This design comes from an exercise in tuning for small area, a short achievable clock period and few clock cycles per item on the open sky130 flow, not from production work.
Only simulation tests tie the RTL to the original design; equivalence was not proved.
Power figures rest on the tool's default switching activity, not on a simulated workload.

==> nickel: inputs <==
## elc_recon
module elc_recon (
    input  wire        clk,
    input  wire        rst,
    input  wire        in_valid,
    output reg         in_ready,
    input  wire [17:0] in_data,
    output wire        out_valid,
    input  wire        out_ready,
    output wire [15:0] out_data,
    output wire        out_last
);
clock: 20.0 ns
lec_check: 0
cap_margin: 20
core_margin: 2
core_utilization: 40
slew_margin: 20
run.sh (not shown) runs the stock make flow with config.mk's settings and CLKGATE_MAP_FILE= SYNTH_SCRIPT=/design/flow/synth_recipe.tcl, a recipe that flattens the netlist after the stock synthesis.
==> onyx: changes against nickel <==
--- a/flow/design.v
+++ b/flow/design.v
@@ -115,48 +115,46 @@
     reg [2:0] hrow;       
     reg       hrun;
     reg [2:0] hj;
     reg       hdone;      
     reg [2:0] arow;       
     reg [152:0] rr;
     reg         rvalid;
     reg [2:0]   rrow;
-    reg [3:0]   hi;       
-    reg [3:0]   rused;    
+    reg         rdone;    
+    reg [3:0]   pd;       
     reg [31:0] g0, g1, g2, g3;
     reg [1:0]  lsel [0:7];
     reg [7:0]  lact, lneg;
-    reg        sv, sh, srst, slast, su7;
+    reg        sv, sh, srst, slast, su7, sfirst;
     reg        q0v, q1v, q2v;
     reg [16:0] q0, q1, q2;       
     assign out_valid = q0v;
     assign out_data  = q0[15:0];
     assign out_last  = q0[16];
     wire inr_pred = iv && (ik == I_PRED);
     wire s_lastent = sv && sh && slast;      
-    wire free_end = !rvalid || (rused + {3'd0, inr_pred} == 4'd8);
-    wire load     = hdone && free_end;
+    wire last_use = inr_pred && (iidx[2:0] == 3'd7);
+    wire rfree    = !rvalid || rdone || last_use;
+    wire load     = hdone && rfree;
     wire       hdone_n  = (hdone && !load) || s_lastent;
     wire       rvalid_n = rvalid || load;
-    wire [3:0] rused_n  = load ? 4'd0 : rused + {3'd0, inr_pred};
-    wire [3:0] hi_n     = load ? 4'd0 : m9inc(hi);
+    wire       rdone_n  = !load && (rdone || last_use);
     wire [2:0] rrow_n   = load ? arow : rrow;
     wire [2:0] arow_n   = s_lastent ? (hrow - 3'd1) : arow;
     function load_next;
         input fp;
-        load_next = hdone_n && (!rvalid_n || (rused_n + {3'd0, fp} == 4'd8));
+        load_next = hdone_n && (!rvalid_n || rdone_n || (fp && icnt[2:0] == 3'd7));
     endfunction
-    wire zfirst  = zv && zh && zrst;
-    wire pfire_ok = (ist == I_PRED);
-    wire commit1 = !hdone_n || load_next(pfire_ok);
-    wire commit0 = !hdone_n || load_next(1'b0);
-    wire commit  = fire ? commit1 : commit0;
-    wire abort   = zfirst && !commit;
+    reg  abort;
     wire zok     = zv && !abort;
+    wire sfirst_n = zok && zh && zrst;
+    wire abort_n = sfirst_n && hdone_n && rvalid_n && !rdone_n &&
+                   !(fire && ist == I_PRED && icnt[2:0] == 3'd7);
     wire hstart  = vdone && !hrun && (ph == rt);
     wire hread   = hstart || hrun;
     reg [1:0] ist_n;
     reg [5:0] icnt_n;
     reg       icbf_n;
     always @(*) begin
         ist_n  = ist;
         icnt_n = icnt;
@@ -185,17 +183,18 @@
     wire       popq  = take && q1v;                 
     wire       pushq = inr_pred && !(take && !q1v);   
     wire [1:0] occ = {1'b0, q0v} + {1'b0, q1v} + {1'b0, q2v};
     function ready_fn;
         input f, p;
         reg [1:0] st;
         reg [5:0] cn;
         reg       cb, fp, ld;
-        reg [3:0] lg, hn;
+        reg [3:0] lg;
+        reg       dz;
         reg [2:0] rw, on;
         begin
             fp = f && (ist == I_PRED);
             st = ist;
             cn = icnt;
             cb = icbf;
             if (f) begin
                 case (ist)
@@ -211,25 +210,24 @@
                     default: begin
                         cn = icnt + 6'd1;
                         if (icnt == 6'd63) st = I_HDR;
                     end
                 endcase
             end
             lg = (f && ist == I_LVL) ? 4'd0 : m9inc(lag);
             ld = load_next(fp);
-            hn = ld ? 4'd0 : m9inc(hi_n);
+            dz = ld || (fp ? (pd == 4'd0) : (pd == 4'd8));
             rw = ld ? arow_n : rrow_n;
             on = {1'b0, occ} - {2'b0, p} + {2'b0, inr_pred} + {2'b0, fp};
             case (st)
                 I_HDR:   ready_fn = 1'b1;
                 I_LVL:   ready_fn = (cn == 6'd0) || (lg == 4'd0);
                 default: ready_fn = (on <= 3'd2) && (!cb ||
-                                    ((rvalid_n || ld) && hn == {1'b0, cn[2:0]} &&
-                                     rw == cn[5:3]));
+                                    ((rvalid_n || ld) && dz && rw == cn[5:3]));
             endcase
         end
     endfunction
     wire ready_n = fire ? (pop ? ready_fn(1'b1, 1'b1) : ready_fn(1'b1, 1'b0))
                         : (pop ? ready_fn(1'b0, 1'b1) : ready_fn(1'b0, 1'b0));
     wire [31:0] zz = {{8{z[23]}}, z};
     reg  [5:0]  zc;
     wire [2:0]  zr_n = pv ? pidx[2:0] : 3'd7 - hj;
@@ -343,18 +341,18 @@
         pc   <= c6[51:26];
         z    <= pv ? d_val : ring_tap[hrow];
         g0   <= g0_n;
         g1   <= g1_n;
         g2   <= g2_n;
         g3   <= g3_n;
         for (k = 0; k < 8; k = k + 1) begin
             lsel[k] <= gsel(split, zr, (k < 4) ? k[1:0] : 2'd3 - k[1:0]);
-            lact[k] <= zok && (!split || (zr[2] == k[2]));
-            lneg[k] <= zok && (!split || (zr[2] == k[2])) && negsel(split, zr, k[2:0]);
+            lact[k] <= zok && !abort_n && (!split || (zr[2] == k[2]));
+            lneg[k] <= zok && !abort_n && (!split || (zr[2] == k[2])) && negsel(split, zr, k[2:0]);
             acc[k]  <= acc_n[k];
         end
         rr <= load ? {r_val[0], r_val[7], r_val[6], r_val[5], r_val[4],
                       r_val[3], r_val[2], r_val[1], r_val[0]}
                    : {rr[16:0], rr[152:17]};
         if (iv && ik == I_HDR) begin
             cbf   <= idat[8];
             split <= idat[9];
@@ -369,84 +367,88 @@
         pidx  <= iidx;
         zr    <= zr_n;
         zc    <= zc_n;
         zrst  <= pv ? (pidx[2:0] == 3'd0) : (hj == 3'd0);
         zlast <= pv ? (pidx[2:0] == 3'd7) : (hj == 3'd7);
         zu7   <= pidx[5:3] == 3'd7;
         zh    <= !pv;
         sh    <= zh;
-        srst  <= zok && zrst;
+        srst  <= zok && zrst && !abort_n;
+        sfirst <= sfirst_n;
         slast <= zlast;
         su7   <= zu7;
         if (rst) begin
             ph       <= 4'd0;
             ist      <= I_HDR;
             icnt     <= 6'd0;
             icbf     <= 1'b0;
             lag      <= 4'd0;
             in_ready <= 1'b0;
             iv       <= 1'b0;
             pv       <= 1'b0;
             zv       <= 1'b0;
             sv       <= 1'b0;
             wr       <= 1'b0;
             wr7      <= 1'b0;
+            abort    <= 1'b0;
             vdone    <= 1'b0;
             rt       <= 4'd0;
             hrow     <= 3'd0;
             hrun     <= 1'b0;
             hj       <= 3'd0;
             hdone    <= 1'b0;
             arow     <= 3'd0;
             rvalid   <= 1'b0;
             rrow     <= 3'd0;
-            hi       <= 4'd0;
-            rused    <= 4'd0;
+            rdone    <= 1'b0;
+            pd       <= 4'd0;
             q0v      <= 1'b0;
             q1v      <= 1'b0;
             q2v      <= 1'b0;
         end else begin
             ph       <= m9inc(ph);
             ist      <= ist_n;
             icnt     <= icnt_n;
             icbf     <= icbf_n;
             lag      <= lag_n;
             in_ready <= ready_n;
             iv       <= fire;
             pv       <= iv && (ik == I_LVL);
             zv       <= pv || (hread && !abort);
             sv       <= zv && !abort;
             wr       <= sv && !sh && slast;
             wr7      <= sv && !sh && slast && su7;
+            abort    <= abort_n;
             if (wr7) begin
                 vdone <= 1'b1;
                 rt    <= m9inc(ph);
                 hrow  <= 3'd0;
             end
             if (abort) begin
                 hrun <= 1'b0;
                 hj   <= 3'd0;
             end else begin
-                if (zfirst)
+                if (sfirst)
                     rt <= m9dec(rt);
                 if (hread) begin
                     hj   <= hj + 3'd1;
                     hrun <= (hj != 3'd7);
                     if (hj == 3'd7) begin
                         hrow <= hrow + 3'd1;
                         if (hrow == 3'd7) vdone <= 1'b0;
                     end
                 end
             end
             hdone <= hdone_n;
             arow  <= arow_n;
             rvalid <= rvalid_n;
-            rused  <= rused_n;
-            hi     <= hi_n;
+            rdone  <= rdone_n;
+            pd     <= (load_next(fire && ist == I_PRED)) ? 4'd0 :
+                      (fire && ist == I_PRED) ? pd : m9inc(pd);
             rrow   <= rrow_n;
             if (take)
                 q0v <= q1v || inr_pred;
             if (popq) begin
                 q1v <= q2v || pushq;
                 q2v <= q2v && pushq;
             end else if (pushq) begin
                 q1v <= 1'b1;
==> results.txt <==
Combinational Power Share around 17%; fraction of area in multi-input gates 40.2%; Clock Skews 114 ps; sequential cell area between 50000 and 60000 um2; status no timing/DRC/antenna violations; Total GRT Usage ~22%
the above is filed under nickel

==> results.txt <==
fraction of area in multi-input gates approximately two fifths; Total GRT Usage between 20% and 30%; Top Layer Used met5; Combinational Power Share between 10% and 20%; largest family of logic cells by synthesized area simple AND/OR/NAND/NOR gates; Clock Skews 111 ps; status no timing/DRC/antenna violations; initial core utilization 40.3%; sequential cell area approximately 52000 um2
the above is filed under onyx

Testbench counts of nickel, summed over its fixed seeds: cycles 42,075, blocks 320.
Testbench counts of onyx, summed over its fixed seeds: cycles 42,075, blocks 320.

* * *

==> inputs of build 15 <==
elc_recon, a different RTL version from the one above (not shown whole).
clock: 20.0 ns
lec_check: 0
cap_margin: 60
core_margin: 2
core_utilization: 40
cts_cluster_diameter: 70
cts_cluster_size: 24
slew_margin: 60
==> inputs of trial 13, as changes to build 15 <==
--- a/flow/design.v
+++ b/flow/design.v
@@ -19,14 +19,17 @@
         m9dec = (a == 4'd0) ? 4'd8 : a - 4'd1;
     endfunction
     reg [3:0] ph;
     localparam [1:0] I_HDR = 2'd0, I_LVL = 2'd1, I_PRED = 2'd2;
     reg [1:0] ist;
     reg [5:0] icnt;
     reg       icbf;       
+    reg       isplit;     
+    reg [3:0] icbf4;
+    reg       icod;       
     reg [3:0] lag;        
     wire fire = in_valid & in_ready;
     reg        iv;
     reg [1:0]  ik;
     reg [5:0]  iidx;
     reg [17:0] idat;
     reg       cbf, split;
@@ -72,21 +75,28 @@
     wire [51:0] c2 = csa(pp3, pp4, pp5);
     wire [51:0] c3 = csa(k1[25:0], k1[51:26], c2[25:0]);
     wire [51:0] c4 = csa(c2[51:26], pp6, pp7);
     wire [51:0] c5 = csa(c3[25:0], c3[51:26], c4[25:0]);
     wire [51:0] c6 = csa(c5[25:0], c5[51:26], c4[51:26]);
     reg               pv;
     reg        [5:0]  pidx;
-    reg        [25:0] ps, pc;
-    wire [25:0]        d_p   = ps + pc;
+    reg        [12:0] ps, pc, plo;
+    reg               pcy;
+    wire       [13:0] p_lo  = c6[12:0] + c6[38:26];
+    wire [25:0]        d_p   = {ps + pc + {12'd0, pcy}, plo};
     wire signed [40:0] d_shl = {{15{d_p[25]}}, d_p} <<< qn;
     wire        [32:0] d_sh  = d_shl[40:8];
-    wire        [23:0] d_val = (d_sh[32:23] == 10'h000 || d_sh[32:23] == 10'h3ff)
-                               ? d_sh[23:0]
-                               : (d_sh[32] ? 24'h800000 : 24'h7fffff);
+    wire        [4:0]  d_m   = qn - 5'd8;
+    reg         [9:0]  d_msk;
+    always @(*) begin
+        for (k = 0; k < 10; k = k + 1)
+            d_msk[k] = (qn >= 5'd8) && (k + 15 + d_m >= 23);
+    end
+    wire               d_ovf = |((d_p[24:15] ^ {10{d_p[25]}}) & d_msk);
+    wire        [23:0] d_val = d_ovf ? (d_p[25] ? 24'h800000 : 24'h7fffff) : d_sh[23:0];
     reg        [23:0] z;
     reg               zv, zh, zrst, zlast, zu7;
     reg        [2:0]  zr;
     reg signed [33:0] acc [0:7];
     reg        [7:0]  accc;
     wire [23:0] ring_tap [0:7];
     wire [23:0] e_val [0:7];
@@ -346,26 +356,28 @@
             shi    = {base[33:17], 1'b1} + {ax[33:17], accc[k] && !srst};
             acc_n[k] = {shi[17:1], slo[17:1]};
             accc_n[k] = slo[18];
         end
     end
     wire [2:0]  sx = iidx[2:0];
     wire [2:0]  sy = iidx[5:3];
-    wire        coded = cbf && (!split || cbf4[{sy[2], sx[2]}]);
+    wire        coded = icod;
     wire [16:0] res   = coded ? rr[16:0] : 17'd0;
     wire [17:0] recon = {2'b00, idat[15:0]} + {res[16], res};
     wire        over  = recon[16] || (dcode != 2'd2 && recon[15:12] != 4'd0) ||
                         (dcode == 2'd0 && recon[11:10] != 2'd0);
     wire [15:0] maxval = dcode == 2'd0 ? 16'h03ff : dcode == 2'd1 ? 16'h0fff : 16'hffff;
     wire [15:0] sample = recon[17] ? 16'd0 : over ? maxval : recon[15:0];
     wire [16:0] qin = {iidx == 6'd63, sample};
     always @(posedge clk) begin
         idat <= in_data;
-        ps   <= c6[25:0];
-        pc   <= c6[51:26];
+        plo  <= p_lo[12:0];
+        pcy  <= p_lo[13];
+        ps   <= c6[25:13];
+        pc   <= c6[51:39];
         z    <= pv ? d_val : ring_tap[hrow];
         g0s  <= gc[31:0];
         g0c  <= gc[63:32];
         g1s  <= ge[31:0];
         g1c  <= ge[63:32];
         zd   <= z;
         ar   <= zr;
@@ -390,14 +402,19 @@
             cbf4  <= idat[13:10];
             dcode <= idat[7:6];
             ls    <= h_ls;
             qn    <= h_n;
             rnd   <= h_rnd;
         end
         iidx  <= icnt;
+        icod  <= icbf && (!isplit || icbf4[{icnt[5], icnt[2]}]);
+        if (fire && ist == I_HDR) begin
+            isplit <= in_data[9];
+            icbf4  <= in_data[13:10];
+        end
         ik    <= ist;
         pidx  <= iidx;
         zr    <= zr_n;
         zc    <= zc_n;
         zrst  <= pv ? (pidx[2:0] == 3'd0) : (hj == 3'd0);
         zlast <= pv ? (pidx[2:0] == 3'd7) : (hj == 3'd7);
         zu7   <= pidx[5:3] == 3'd7;
==> flow/flow/run.sh (new file) <==
#!/bin/bash
# Layout: the standard flow, with the input and output port buffers made
# of sky130_fd_sc_hd__buf_4 cells instead of the cell buffer_ports picks by
# default (a delay buffer). Every port still gets its own buffer.
set -euo pipefail
export BUFFER_PORTS_ARGS="-buffer_cell sky130_fd_sc_hd__buf_4"
bash standard.sh > standard.log 2>&1
==> flow/standard.sh (new file) <==
#!/bin/bash
# synth_recipe.tcl (not shown) runs the flow's synth.tcl, then flattens the netlist and writes it again
# the make line also repeats each setting of config.mk as NAME=value (left out here)
make -C /OpenROAD-flow-scripts/flow DESIGN_CONFIG=/design/flow/config.mk WORK_HOME=/design/flow/orfs CLKGATE_MAP_FILE= SYNTH_SCRIPT=/design/flow/synth_recipe.tcl "${@:-finish}"
removed: flow/run.sh
==> reports/qor.yml <==
finish:
  regArea_sq_mm: 0.0549
  post-route-util_pct: 44.4
  inv_count: 448
  multi_input_area_share_pct: 41.0
synth:
  synthAdderAreaFrac_pct: 10.4
  synth_common_cells: "dfxtp_1 (2621), nand2_1 (949), nor2_1 (705), a21oi_1 (656), xnor2_1 (532)"
  synth_fp_nets: 11000
power_and_ir_drop:
  p_per_area_mw_per_mm2: 102
  p_seq_mw: 5.88
status:
  status: "complete, no violations"
critical_path:
  reg2reg_to: "q1[6]"
  cp_top_family: "buffers and inverters"
route:
  drt_wl_total_mm: 296
placement:
  place_area_sq_mm: 0.110
worst_hold_path:
  hold_path_end: "g_ring[7].r[58]"
Source of the figures above: build 15

==> reports/qor.yml <==
finish:
  inv_count: 398
  multi_input_area_share_pct: 42.0
  post-route-util_pct: 44.3
  regArea_sq_mm: 0.0547
route:
  drt_wl_total_mm: 291
critical_path:
  reg2reg_to: "plo[12]"
  cp_top_family: "flip-flops"
  critical_path.startpoint: "q0v"
synth:
  synthAdderAreaFrac_pct: 10.6
  synth_fp_nets: 10700
cts:
  clk_latency_ns: 0.91
worst_hold_path:
  hold_path_end: "g_ring[6].r[177]"
status:
  status: "complete, no violations"
placement:
  place_area_sq_mm: 0.111
power_and_ir_drop:
  p_seq_mw: 5.89
  p_per_area_mw_per_mm2: 101
Source of the figures above: trial 13

Testbench counts of build 15, summed over its fixed seeds: cycles 41,537, blocks 320.
Testbench counts of trial 13, summed over its fixed seeds: cycles 41,537, blocks 320.

==> separate check: timing with driven ports <==
How much do the figures lean on ideal ports? The routed layouts below were timed once more, with nothing changed but the port constraints. Step 1 sets driving cells, clkbuf_16 on the clock port and buf_2 on the other inputs (assumed; they add their load-dependent delay and slew). Step 2 adds t to the input delays and takes it off the output delays; t is the mean of the earliest and latest rising clock arrival at the registers after step 1. Input paths then give back, and output paths get back, about the clock's delay inside the block. Slacks: ideal ports / drivers / drivers and shift; pairs: ideal ports / drivers.
run	shift t [ns]	slack for setup (ns)	slew at the worst register clock pin (ns)	cell pins on the clock port's net
nickel	1.019	13.270 / 13.270 / 13.270	0.07 / 0.07	1
onyx	1.015	13.142 / 13.142 / 13.142	0.07 / 0.07	1
build 15	0.932	14.181 / 14.093 / 13.787	0.10 / 0.10	1
trial 13	0.945	14.501 / 14.417 / 14.086	0.10 / 0.10	1
After both steps setup and hold are still met in every run listed. The setup slack of trial 13, which loses most, moves by -0.084 ns with the drivers and by -0.415 ns with both steps.
